From an optimization exercise on the open Yosys and OpenROAD flow, aimed at small area, a short achievable clock period and few clock cycles; shortcuts taken in it are not production practice.
Function was checked by simulation only, so behaviour that the tests miss may differ from the original.

**design/flow/run.sh**
```bash
#!/bin/bash
# synth_recipe.tcl (not shown) runs the flow's synth.tcl, then flattens the netlist and writes it again
# the make line also repeats each setting of config.mk as NAME=value (left out here)
make -C /OpenROAD-flow-scripts/flow DESIGN_CONFIG=/design/flow/config.mk WORK_HOME=/design/flow/orfs CLKGATE_MAP_FILE= SYNTH_SCRIPT=/design/flow/synth_recipe.tcl finish
```
**design/flow/config.mk**
```make
export PLATFORM = sky130hd
export DESIGN_NAME = shaper_bank
export DESIGN_NICKNAME = shaper_bank
export VERILOG_FILES = /design/flow/design.v
export SDC_FILE = /design/flow/constraint.sdc
export NUM_CORES = 4
export LEC_CHECK = 0
export CAP_MARGIN = 20
export CORE_MARGIN = 2
export CORE_UTILIZATION = 40
export SLEW_MARGIN = 20
```
**design/flow/constraint.sdc**
```tcl
create_clock -name core_clock -period 25.0 [get_ports {clk}]
set_input_delay 5.0000 -clock core_clock [delete_from_list [all_inputs] [get_ports {clk}]]
set_output_delay 5.0000 -clock core_clock [all_outputs]
set_load 0.01 [all_outputs]
```
**design/flow/design.v**
```verilog
module shaper_bank (
    input  wire        clk,
    input  wire        rst,
    input  wire        cmd_valid,
    output wire        cmd_ready,
    input  wire [1:0]  cmd_op,         
    input  wire [2:0]  cmd_idx,
    input  wire [31:0] cmd_time,
    input  wire [15:0] cmd_len,
    input  wire        cmd_tc7,
    input  wire        cmd_marked,
    input  wire        cmd_en,
    input  wire        cmd_reset_to,
    input  wire [7:0]  cmd_penalty,
    input  wire [7:0]  cmd_overhead,
    input  wire [23:0] cmd_alloc,
    input  wire [23:0] cmd_limit,
    input  wire [23:0] cmd_burst,
    output reg         resp_valid,
    output reg         resp_admitted,
    output reg         resp_in_profile,
    output reg         resp_held,
    output reg         resp_far,
    output reg  [29:0] resp_slot,
    output reg  [31:0] resp_peak,
    output reg  [31:0] resp_committed
);
    localparam NSH = 8;
    localparam CW  = 42;                   
    localparam AW  = 45;                   
    localparam signed [AW-1:0] FLOOR = -45'sd2147483648000;   
    localparam K_ZERO = 2'd0;              
    localparam K_ADM  = 2'd1;              
    localparam K_HOLD = 2'd2;              
    localparam K_READ = 2'd3;              
    localparam ND = 4;
    function integer hsteps(input integer s);    
        hsteps = (s == 0) ? 3 : 4;
    endfunction
    function integer rsteps(input integer s);    
        rsteps = (s == 0) ? 7 : 8;
    endfunction
    function integer hbefore(input integer s);
        integer k;
        begin hbefore = 0; for (k = 0; k < s; k = k + 1) hbefore = hbefore + hsteps(k); end
    endfunction
    function integer rbefore(input integer s);
        integer k;
        begin rbefore = 0; for (k = 0; k < s; k = k + 1) rbefore = rbefore + rsteps(k); end
    endfunction
    reg                 sh_vld     [0:NSH-1];
    reg                 sh_en      [0:NSH-1];
    reg [7:0]           sh_pen     [0:NSH-1];
    reg [7:0]           sh_ovh     [0:NSH-1];
    reg [23:0]          sh_aeff    [0:NSH-1];
    reg [23:0]          sh_limit   [0:NSH-1];
    reg [23:0]          sh_bsz     [0:NSH-1];    
    reg [31:0]          sh_t0      [0:NSH-1];
    reg [CW-1:0]        sh_pk      [0:NSH-1];
    reg [CW-1:0]        sh_ck      [0:NSH-1];
    reg         rdy;                      
    reg         a_v;
    reg [1:0]   a_op;
    reg [2:0]   a_idx;
    reg [31:0]  a_time;
    reg [15:0]  a_len;
    reg         a_tc7, a_marked, a_en, a_rto;
    reg [7:0]   a_pen, a_ovh;
    reg [23:0]  a_alloc, a_limit, a_burst;
    assign cmd_ready = rdy;
    wire accept = cmd_valid & rdy;
    always @(posedge clk) begin
        if (rdy) begin
            a_op <= cmd_op; a_idx <= cmd_idx; a_time <= cmd_time; a_len <= cmd_len;
            a_tc7 <= cmd_tc7; a_marked <= cmd_marked; a_en <= cmd_en; a_rto <= cmd_reset_to;
            a_pen <= cmd_penalty; a_ovh <= cmd_overhead;
            a_alloc <= cmd_alloc; a_limit <= cmd_limit; a_burst <= cmd_burst;
        end
    end
    wire        s_vld   = sh_vld[a_idx];
    wire        s_en    = s_vld & sh_en[a_idx];
    wire [7:0]  s_pen   = sh_pen[a_idx];
    wire [7:0]  s_ovh   = sh_ovh[a_idx];
    wire [23:0] s_aeff  = sh_aeff[a_idx];
    wire [23:0] s_limit = sh_limit[a_idx];
    wire [23:0] s_bsz   = sh_bsz[a_idx];
    wire [31:0] s_t0    = sh_t0[a_idx];
    wire        a_cfg   = (a_op == 2'd1);
    wire        a_read  = a_op[1];
    wire        s_lnz   = s_vld & (s_limit != 24'd0);
    wire        s_refill = !a_cfg & s_lnz & (a_read | s_en);
    wire        s_upd   = (a_op == 2'd0) & s_en & s_lnz;
    wire [31:0] s_dt    = a_time - s_t0;
    wire        s_mp    = s_refill & (s_dt[31:8] != 24'd0);
    wire [23:0] c_bsz   = (a_burst < 24'd8192) ? 24'd8192 : a_burst;
    wire [23:0] c_aeff  = (a_limit != 24'd0 && a_alloc > a_limit) ? a_limit : a_alloc;
    wire [23:0] s_bsel  = a_cfg ? c_bsz : s_bsz;
    wire [33:0] s_beff  = {s_bsel, 10'd0} - {s_bsel, 4'd0} - {s_bsel, 3'd0};
    wire [16:0] s_chg   = a_len + s_ovh + (a_marked ? {s_pen, 6'd0} : 14'd0);
    wire [26:0] s_chg_mb = {s_chg, 10'd0} - {s_chg, 4'd0} - {s_chg, 3'd0};
    integer i;
    always @(posedge clk) begin
        if (rst) begin
            for (i = 0; i < NSH; i = i + 1) sh_vld[i] <= 1'b0;
        end else if (rdy && a_v) begin
            if (a_cfg) begin
                sh_vld[a_idx]   <= 1'b1;
                sh_en[a_idx]    <= a_en;
                sh_pen[a_idx]   <= a_pen;
                sh_ovh[a_idx]   <= a_ovh;
                sh_aeff[a_idx]  <= c_aeff;
                sh_limit[a_idx] <= a_limit;
                sh_bsz[a_idx]   <= c_bsz;
            end
            if (a_cfg || s_upd)
                sh_t0[a_idx]    <= a_time;
        end
    end
    reg         b_v;
    reg [1:0]   b_j;                      
    reg         b_first;
    reg [1:0]   b_kind;                   
    reg         b_cfg, b_upd, b_refill, b_tc7, b_zero, b_rto, b_anz, b_inp;
    reg [2:0]   b_idx;
    reg [31:0]  b_time;
    reg [23:0]  b_lim, b_aeff;
    reg [31:0]  b_dt;
    reg [33:0]  b_beff;
    reg [26:0]  b_chg;
    always @(posedge clk) begin
        if (rst) begin
            rdy <= 1'b1;
            a_v <= 1'b0;
            b_v <= 1'b0;
        end else begin
            if (rdy) begin
                a_v <= accept;
                b_v <= a_v;
                rdy <= !(a_v && s_mp);
                b_j <= (a_v && s_mp) ? ((s_dt[31:16] != 16'd0) ? 2'd3 : 2'd1) : 2'd0;
                b_first <= 1'b1;
            end else begin
                rdy <= (b_j == 2'd1);
                b_j <= b_j - 2'd1;
                b_first <= 1'b0;
            end
        end
        if (rdy) begin
            b_kind   <= a_cfg ? K_ZERO : a_read ? K_READ : K_ADM;
            b_cfg    <= a_cfg;
            b_upd    <= s_upd;
            b_refill <= s_refill;
            b_tc7    <= a_tc7;
            b_zero   <= !s_vld;
            b_rto    <= a_rto;
            b_anz    <= (s_aeff != 24'd0);
            b_inp    <= s_en & (s_aeff != 24'd0);
            b_idx    <= a_idx;
            b_time   <= a_time;
            b_lim    <= s_limit;
            b_aeff   <= s_aeff;
            b_dt     <= s_dt;
            b_beff   <= s_beff;
            b_chg    <= s_chg_mb;
        end
    end
    reg [42:0]  c_incp, c_incc;
    reg         c_ovp, c_ovc;
    wire [7:0]  b_chunk = b_dt[{b_j, 3'd0} +: 8];
    wire [31:0] m_p = b_lim  * b_chunk;
    wire [31:0] m_c = b_aeff * b_chunk;
    wire [43:0] acc_p = {1'b0, (b_first ? 35'd0 : c_incp[34:0]), 8'd0} + {12'd0, m_p};
    wire [43:0] acc_c = {1'b0, (b_first ? 35'd0 : c_incc[34:0]), 8'd0} + {12'd0, m_c};
    wire        ov_p  = !b_first && (c_ovp || c_incp[42:35] != 8'd0);
    wire        ov_c  = !b_first && (c_ovc || c_incc[42:35] != 8'd0);
    reg         c_v;
    reg [1:0]   c_kind;
    reg         c_cfg, c_upd, c_refill, c_tc7, c_zero, c_rto, c_anz, c_inp;
    reg [2:0]   c_idx;
    reg [31:0]  c_time;
    reg [23:0]  c_lim;
    reg [33:0]  c_beff;
    reg [26:0]  c_chg;
    always @(posedge clk) begin
        if (rst) c_v <= 1'b0;
        else     c_v <= b_v && (rdy || b_j == 2'd0);
        c_incp <= acc_p[42:0];
        c_incc <= acc_c[42:0];
        c_ovp  <= ov_p | acc_p[43];
        c_ovc  <= ov_c | acc_c[43];
        c_kind <= b_kind; c_cfg <= b_cfg; c_upd <= b_upd; c_refill <= b_refill;
        c_tc7 <= b_tc7; c_zero <= b_zero; c_rto <= b_rto; c_anz <= b_anz; c_inp <= b_inp;
        c_idx <= b_idx; c_time <= b_time; c_lim <= b_lim; c_beff <= b_beff; c_chg <= b_chg;
    end
    wire [AW-1:0] incp = {2'b00, c_incp[42] | c_ovp, c_incp[41:0]};
    wire [AW-1:0] incc = {2'b00, c_incc[42] | c_ovc, c_incc[41:0]};
    wire [AW-1:0] beff = {11'd0, c_beff};
    wire [AW-1:0] chg  = {18'd0, c_chg};
    wire [AW-1:0] pk   = {{(AW-CW){sh_pk[c_idx][CW-1]}}, sh_pk[c_idx]};
    wire [AW-1:0] ck   = {{(AW-CW){sh_ck[c_idx][CW-1]}}, sh_ck[c_idx]};
    function [2*AW-1:0] csa(input [AW-1:0] x, input [AW-1:0] y, input [AW-1:0] z);
        csa = {x ^ y ^ z, ((x & y) | (x & z) | (y & z)) << 1};
    endfunction
    wire [2*AW-1:0] p_cs_s = csa(pk, incp, ~beff);
    wire [2*AW-1:0] p_cs_c = csa(pk, incp, ~chg);
    wire [2*AW-1:0] c_cs_s = csa(ck, incc, ~beff);
    wire [2*AW-1:0] c_cs_c = csa(ck, incc, ~chg);
    wire signed [AW-1:0] p_a1 = pk + incp;                                    
    wire signed [AW-1:0] p_e  = p_cs_s[2*AW-1:AW] + p_cs_s[AW-1:0];          
    wire signed [AW-1:0] p_a2 = p_cs_c[2*AW-1:AW] + p_cs_c[AW-1:0] + 1'b1;   
    wire signed [AW-1:0] c_a1 = ck + incc;
    wire signed [AW-1:0] c_e  = c_cs_s[2*AW-1:AW] + c_cs_s[AW-1:0];
    wire signed [AW-1:0] c_a2 = c_cs_c[2*AW-1:AW] + c_cs_c[AW-1:0] + 1'b1;
    wire [AW-1:0]        bmc  = beff - chg;
    wire p_sat = !p_e[AW-1];
    wire c_sat = !c_e[AW-1];
    wire [CW-1:0] p_r = !c_refill ? pk[CW-1:0] : p_sat ? beff[CW-1:0] : p_a1[CW-1:0];
    wire [CW-1:0] c_r = !c_refill ? ck[CW-1:0] : c_sat ? beff[CW-1:0] : c_a1[CW-1:0];
    wire hold  = c_upd & !p_sat & p_a1[AW-1] & !c_tc7;
    wire [CW-1:0] p_n = p_sat ? bmc[CW-1:0] : (p_a2 < FLOOR) ? FLOOR[CW-1:0] : p_a2[CW-1:0];
    wire [CW-1:0] c_n = c_sat ? bmc[CW-1:0] : (c_a2 < FLOOR) ? FLOOR[CW-1:0] : c_a2[CW-1:0];
    wire [CW-1:0] cfg_v = c_rto ? beff[CW-1:0] : {CW{1'b0}};
    wire inp_upd = c_anz & (c_sat | !c_a1[AW-1]);
    always @(posedge clk) begin
        if (c_v && (c_cfg || c_upd)) begin
            sh_pk[c_idx] <= c_cfg ? cfg_v : hold ? p_r : p_n;
            sh_ck[c_idx] <= c_cfg ? cfg_v : hold ? c_r : c_n;
        end
    end
    reg         d_v;
    reg [1:0]   d_kind;
    reg         d_inp, d_zero;
    reg [CW-1:0] d_p, d_c;
    reg [23:0]  d_lim;
    reg [31:0]  d_time;
    always @(posedge clk) begin
        if (rst) d_v <= 1'b0;
        else     d_v <= c_v;
        d_kind <= hold ? K_HOLD : c_kind;
        d_inp  <= c_upd ? inp_upd : c_inp;
        d_zero <= c_zero;
        d_p    <= p_r;
        d_c    <= c_r;
        d_lim  <= c_lim;
        d_time <= c_time;
    end
    wire [40:0] h_y   = ~d_p[40:0];
    wire        h_far = (h_y[40:15] >= {2'b00, d_lim});
    wire        r_np  = !d_zero & d_p[CW-1];
    wire        r_nc  = !d_zero & d_c[CW-1];
    wire [40:0] r_yp  = d_zero ? 41'd0 : (d_p[40:0] ^ {41{r_np}});
    wire [40:0] r_yc  = d_zero ? 41'd0 : (d_c[40:0] ^ {41{r_nc}});
    genvar s;
    generate
        for (s = 0; s < ND; s = s + 1) begin : dv
            wire        in_v;
            wire [1:0]  in_kind;
            wire        in_inp, in_far, in_np, in_nc;
            wire [23:0] in_hrem, in_lim;
            wire [14:0] in_hq;
            wire [31:0] in_time;
            wire [6:0]  in_rp, in_rc;
            wire [30:0] in_qp, in_qc;
            reg         v;
            reg [1:0]   kind;
            reg         inp, far, np, nc;
            reg [23:0]  hrem, lim;
            reg [14:0]  hq;
            reg [31:0]  time_;
            reg [6:0]   rp, rc;
            reg [30:0]  qp, qc;
            reg [23:0]  t_hrem;  reg [14:0] t_hq;  reg [24:0] t_h;
            reg [6:0]   t_rp, t_rc;  reg [30:0] t_qp, t_qc;  reg [7:0] t_r;
            integer k;
            always @(*) begin
                t_hrem = in_hrem; t_hq = in_hq;
                for (k = 0; k < hsteps(s); k = k + 1) begin
                    t_h = {t_hrem, t_hq[14]};
                    if (t_h >= {1'b0, in_lim}) begin
                        t_h = t_h - {1'b0, in_lim};
                        t_hq = {t_hq[13:0], 1'b1};
                    end else
                        t_hq = {t_hq[13:0], 1'b0};
                    t_hrem = t_h[23:0];
                end
                t_rp = in_rp; t_qp = in_qp;
                for (k = 0; k < rsteps(s); k = k + 1) begin
                    t_r = {t_rp, t_qp[30]};
                    if (t_r >= 8'd125) begin
                        t_r = t_r - 8'd125;
                        t_qp = {t_qp[29:0], 1'b1};
                    end else
                        t_qp = {t_qp[29:0], 1'b0};
                    t_rp = t_r[6:0];
                end
                t_rc = in_rc; t_qc = in_qc;
                for (k = 0; k < rsteps(s); k = k + 1) begin
                    t_r = {t_rc, t_qc[30]};
                    if (t_r >= 8'd125) begin
                        t_r = t_r - 8'd125;
                        t_qc = {t_qc[29:0], 1'b1};
                    end else
                        t_qc = {t_qc[29:0], 1'b0};
                    t_rc = t_r[6:0];
                end
            end
            always @(posedge clk) begin
                if (rst) v <= 1'b0;
                else     v <= in_v;
                kind <= in_kind; inp <= in_inp; far <= in_far; np <= in_np; nc <= in_nc;
                lim <= in_lim; time_ <= in_time;
                hrem <= t_hrem; hq <= t_hq;
                rp <= t_rp; qp <= t_qp; rc <= t_rc; qc <= t_qc;
            end
            if (s == 0) begin : first
                assign in_v = d_v; assign in_kind = d_kind; assign in_inp = d_inp;
                assign in_far = h_far; assign in_np = r_np; assign in_nc = r_nc;
                assign in_hrem = h_y[38:15]; assign in_hq = h_y[14:0];
                assign in_lim = d_lim; assign in_time = d_time;
                assign in_rp = r_yp[40:34]; assign in_qp = r_yp[33:3];
                assign in_rc = r_yc[40:34]; assign in_qc = r_yc[33:3];
            end else begin : next
                assign in_v = dv[s-1].v; assign in_kind = dv[s-1].kind; assign in_inp = dv[s-1].inp;
                assign in_far = dv[s-1].far; assign in_np = dv[s-1].np; assign in_nc = dv[s-1].nc;
                assign in_hrem = dv[s-1].hrem; assign in_hq = dv[s-1].hq;
                assign in_lim = dv[s-1].lim; assign in_time = dv[s-1].time_;
                assign in_rp = dv[s-1].rp; assign in_qp = dv[s-1].qp;
                assign in_rc = dv[s-1].rc; assign in_qc = dv[s-1].qc;
            end
        end
    endgenerate
    wire [1:0]  f_kind = dv[ND-1].kind;
    wire [14:0] f_q    = dv[ND-1].hq;
    wire [31:0] f_time = dv[ND-1].time_;
    wire        f_far  = dv[ND-1].far | (f_q >= 15'd32760);
    wire [32:0] f_ne   = {1'b0, f_time} + {18'd0, f_q} + 33'd8;
    wire [29:0] f_slot = f_far ? ({1'b0, f_time[31:3]} + 30'd4095) : f_ne[32:3];
    wire [31:0] f_pk   = {1'b0, dv[ND-1].qp} ^ {32{dv[ND-1].np}};
    wire [31:0] f_ck   = {1'b0, dv[ND-1].qc} ^ {32{dv[ND-1].nc}};
    always @(posedge clk) begin
        if (rst) resp_valid <= 1'b0;
        else     resp_valid <= dv[ND-1].v;
        resp_admitted   <= (f_kind == K_ADM);
        resp_in_profile <= (f_kind == K_ADM) & dv[ND-1].inp;
        resp_held       <= (f_kind == K_HOLD);
        resp_far        <= (f_kind == K_HOLD) & f_far;
        resp_slot       <= (f_kind == K_HOLD) ? f_slot : 30'd0;
        resp_peak       <= (f_kind == K_READ) ? f_pk : 32'd0;
        resp_committed  <= (f_kind == K_READ) ? f_ck : 32'd0;
    end
endmodule
```
==> results.toml <==
[worst_setup_path]
cp-startpoint = "dv[1].lim[1]$_DFF_P_"
crit_arrival_ns = 20.50
max_stage_delay_ns = 0.75
endpoint_kind = "register"
cp.depth = 86
r2r_setup_slack_ns = 5.26
r2r-end = "dv[2].hrem[5]$_DFF_P_"
crit_path_start_kind = "register"
required_ns = 25.76
cpMostUsedCell = "o21ai_0"
crit_fanout = 39
r2r_cells = 86
critPathKind = "register to register"
timing.rr.start = "dv[1].lim[1]$_DFF_P_"
setup.worst_path.end = "dv[2].hrem[5]$_DFF_P_"
path_delay_family = "compound AO/OA/AOI/OAI gates"
slowest_stage = "o21ba_2"
timing.critical_path.buf_inv = 6

[cells_and_area]
fin_area_um2 = 192700
fillers = 39710
finalNetCount = 17350
seq_area_um2 = 81510
syn2layout_area_growth_pct = 12.13
multi_input_area_um2 = 83270
drive_gt1_share_pct = 9.306
fin_cells = 21620

[floorplan]
rows = 240
start_util_pct = 40.18
io_pins = 248
dieArea_um2 = 434800
coreArea_um2 = 427600
fp.dieH_um = 659.4
die_w_um = 659.4

[run]
maxCapViolations = 0

[yosys]
synth.distinct_cells = 135
synth-seq-cells = 3086
syn_avg_cell_area_um2 = 11.20
netlist_area_um2 = 171800
synth.yosys.seq_area_share_pct = 47.42
ys_warn_count = 1
synth-edff-count = 1968
synth_nets = 17050
ys.flop_type = "edfxtp_1"
syn_inst = 15340
synthArstFlopShare_pct = 0

[routing]
drt_iter0_drc = 10060
vias = 119800
routed_wl_mm = 482.1
wl_per_cell_um = 22.30
vias_per_cell = 5.542
antenna_left = 0
drt_first_pass_iters = 6
drc = 0

[global_route]
antenna_found_initial = 33
grt_usage_pct = 21.63
globalRoute.totalOverflow = 0
grt_pass1_wl_mm = 723.4
grt_max_degree = 149
grt_pass1_vias = 116300

[timing]
finalSetupViolations = 0
setup_tns_ns = 0
slew_violations = 0
period_share_pct = 78.97
timing.fmax_mhz = 50.65
final-hold-violation-count = 0
grt_setup_unrepaired = "no"
fin_skew_ns = 0.08755
worstMarginPinSlew_ns = 1.216
fin_crit_ns = 19.74
slew_headroom_pct = 16.64
finalWorstSetupSlack_ns = 5.257

[placement]
io_buffers = 247
dpl.hpwl_mm = 351.0
dp_slack_ns = 5.920
dp_cells = 20990
place.gp.congestion = 0.9301
place_area_um2 = 181400

[clock_tree]
root_buffer = "clkbuf_16"
clkTransAtPathRegs_ns = 0.06
clock_sinks = 3086
clockBufferDepth = 4
cts_tree = "built"
cts_hold_buf = 0
cts_setup_buffers = 0
clkLatencyLatePin_ns = 0.99
ctsResizeCount = 0
htreeDepth = 5
cts_inserted_buffers = 334

[min_path]
hp-class = "register to register"

[outcome]
outcome = "no timing/DRC/antenna violations"
[layout make-up]
cell class | count | share of cell area, %
clock buffers | 434 | 4.815
diodes | 22 | 0.02857
clock inverters | 177 | 0.9975
repair buffers | 422 | 2.009
multi-input cells | 10290 | 43.22
well taps | 5687 | 3.693
flip-flops and latches | 3086 | 42.31
inverters | 1506 | 2.934
[cells in the mapped netlist, types with 80 or more instances]
library cell | number | area share, %
a211oi_1 | 95 | 0.42
a21boi_0 | 156 | 0.68
a21o_1 | 201 | 0.88
a21oi_1 | 690 | 2.0
a221oi_1 | 98 | 0.50
a22oi_1 | 296 | 1.3
a31oi_1 | 111 | 0.40
and2_1 | 285 | 1.0
and3_1 | 124 | 0.45
clkbuf_1 | 350 | 0.76
dfxtp_1 | 1118 | 13
edfxtp_1 | 1968 | 34
fa_1 | 471 | 5.5
ha_1 | 1095 | 8.0
inv_1 | 1496 | 3.3
mux2_2 | 246 | 1.6
mux2i_1 | 212 | 1.2
mux4_2 | 253 | 3.3
nand2_1 | 983 | 2.1
nand2b_1 | 185 | 0.67
nand3_1 | 218 | 0.63
nand4_1 | 179 | 0.65
nor2_1 | 1004 | 2.2
nor2b_1 | 151 | 0.55
nor3_1 | 236 | 0.69
nor4_1 | 80 | 0.29
o211ai_1 | 113 | 0.49
o21a_1 | 120 | 0.52
o21ai_0 | 684 | 2.0
o21bai_1 | 83 | 0.36
o31ai_1 | 108 | 0.47
or3_1 | 96 | 0.35
xnor2_1 | 597 | 3.0
xor2_1 | 170 | 0.87
[layer usage]
layer / vias up / GRT usage [%] / routed length, µm
met5: - / 0 / 27
met4: 4 / 6.332 / 14830
met3: 731 / 2.660 / 29000
met2: 3537 / 35.84 / 224400
met1: 59060 / 29.73 / 213900
li1: 56510 / - / -
[per-stage QoR]
| stage | utilization (%) | hold WS, ns |
|---|---|---|
| 2_1_floorplan | - | 0.3096 |
| 6_report | 45.06 | 0.2981 |
| 4_1_cts | 45.03 | 0.2943 |
| 5_1_grt | 45.05 | 0.3031 |
| 3_3_place_gp | 42.41 | 0.3095 |
| 3_5_place_dp | 42.41 | 0.3121 |
[state kept, by name, indices dropped and copies added (netlist names), 64 cells and up, named ones only]
name,flops
sh_bsz,192
sh_t0,256
dv.time_,128
sh_limit,192
dv.qc,124
sh_pen,64
dv.lim,72
sh_ovh,64
sh_aeff,192
dv.qp,124
sh_pk,336
sh_ck,336
dv.hrem,72
[worst min-delay path by stage]
stage,startpoint,endpoint,cells past startpoint
6_report,dv[1].qc[1]$_DFF_P_,dv[2].qc[9]$_DFF_P_,0
3_5_place_dp,c_time[11]$_DFF_P_,d_time[11]$_DFF_P_,0
4_1_cts,dv[2].nc$_DFF_P_,dv[3].nc$_DFF_P_,0
2_1_floorplan,c_lim[0]$_DFF_P_,d_lim[0]$_DFF_P_,0
5_1_grt,dv[1].qc[1]$_DFF_P_,dv[2].qc[9]$_DFF_P_,0
3_3_place_gp,dv[0].time_[26]$_DFF_P_,dv[1].time_[26]$_DFF_P_,0
[placed cells by master (no fill, tap or decap), types with 78 or more instances in the layout]
cell type and n:
a211oi_1 95, a21boi_0 155, a21o_1 201, a21oi_1 685
a221oi_1 98, a22oi_1 296, a31oi_1 109, and2_1 285
and3_1 123, buf_4 166, clkbuf_16 343, clkdlybuf4s50_1 247
dfxtp_1 1107, edfxtp_1 1968, fa_1 471, ha_1 1095
inv_1 1495, mux2_2 246, mux2i_1 210, mux4_2 253
nand2_1 982, nand2b_1 185, nand3_1 218, nand4_1 179
nor2_1 983, nor2b_1 151, nor3_1 230, nor4_1 78
o211ai_1 113, o21a_1 119, o21ai_0 677, o21bai_1 83
o31ai_1 107, or3_1 96, xnor2_1 597, xor2_1 170
[cell families (layout without fill, tap and decap cells)]
logic type / count (synthesis) / in the layout / share of synthesized area (%)
buf+inv: 1963 / 2539 / 4.329
compound gates: 3444 / 3444 / 13.80
fa+ha+maj: 1567 / 1567 / 13.47
xor+xnor: 769 / 769 / 3.929
other cells: 0 / 22 / 0
flops: 3086 / 3086 / 47.42
mux: 718 / 718 / 6.223
simple gates: 3791 / 3791 / 10.83
Testbench counts, summed over its fixed seeds: cycles 32,191.

## afterwards: timing with drivers on the ports
How much do the figures lean on ideal ports? The routed layout below was timed once more, with nothing changed but the port constraints.
Step 1, drivers: a clkbuf_16 drives clk and a buf_2 each remaining input, both assumed.
Step 2 adds t to the input delays and takes it off the output delays; t is the mean of the earliest and latest rising clock arrival at the registers after step 1. Input paths then give back, and output paths get back, about the clock's delay inside the block.
a / b / c = ideal ports / drivers / drivers and shift; a / b = the first two.
t (ns): 1.058
slack for setup (ns): 5.257 / 5.257 / 5.257
worst setup path after step 2: register to register
slew at the worst register clock pin (ns): 0.07 / 0.07
cell pins on the clock port's net: 1
After both steps this run still meets setup and hold. For this run, drivers alone change the setup slack by 0.000 ns; drivers and shift together by 0.000 ns.
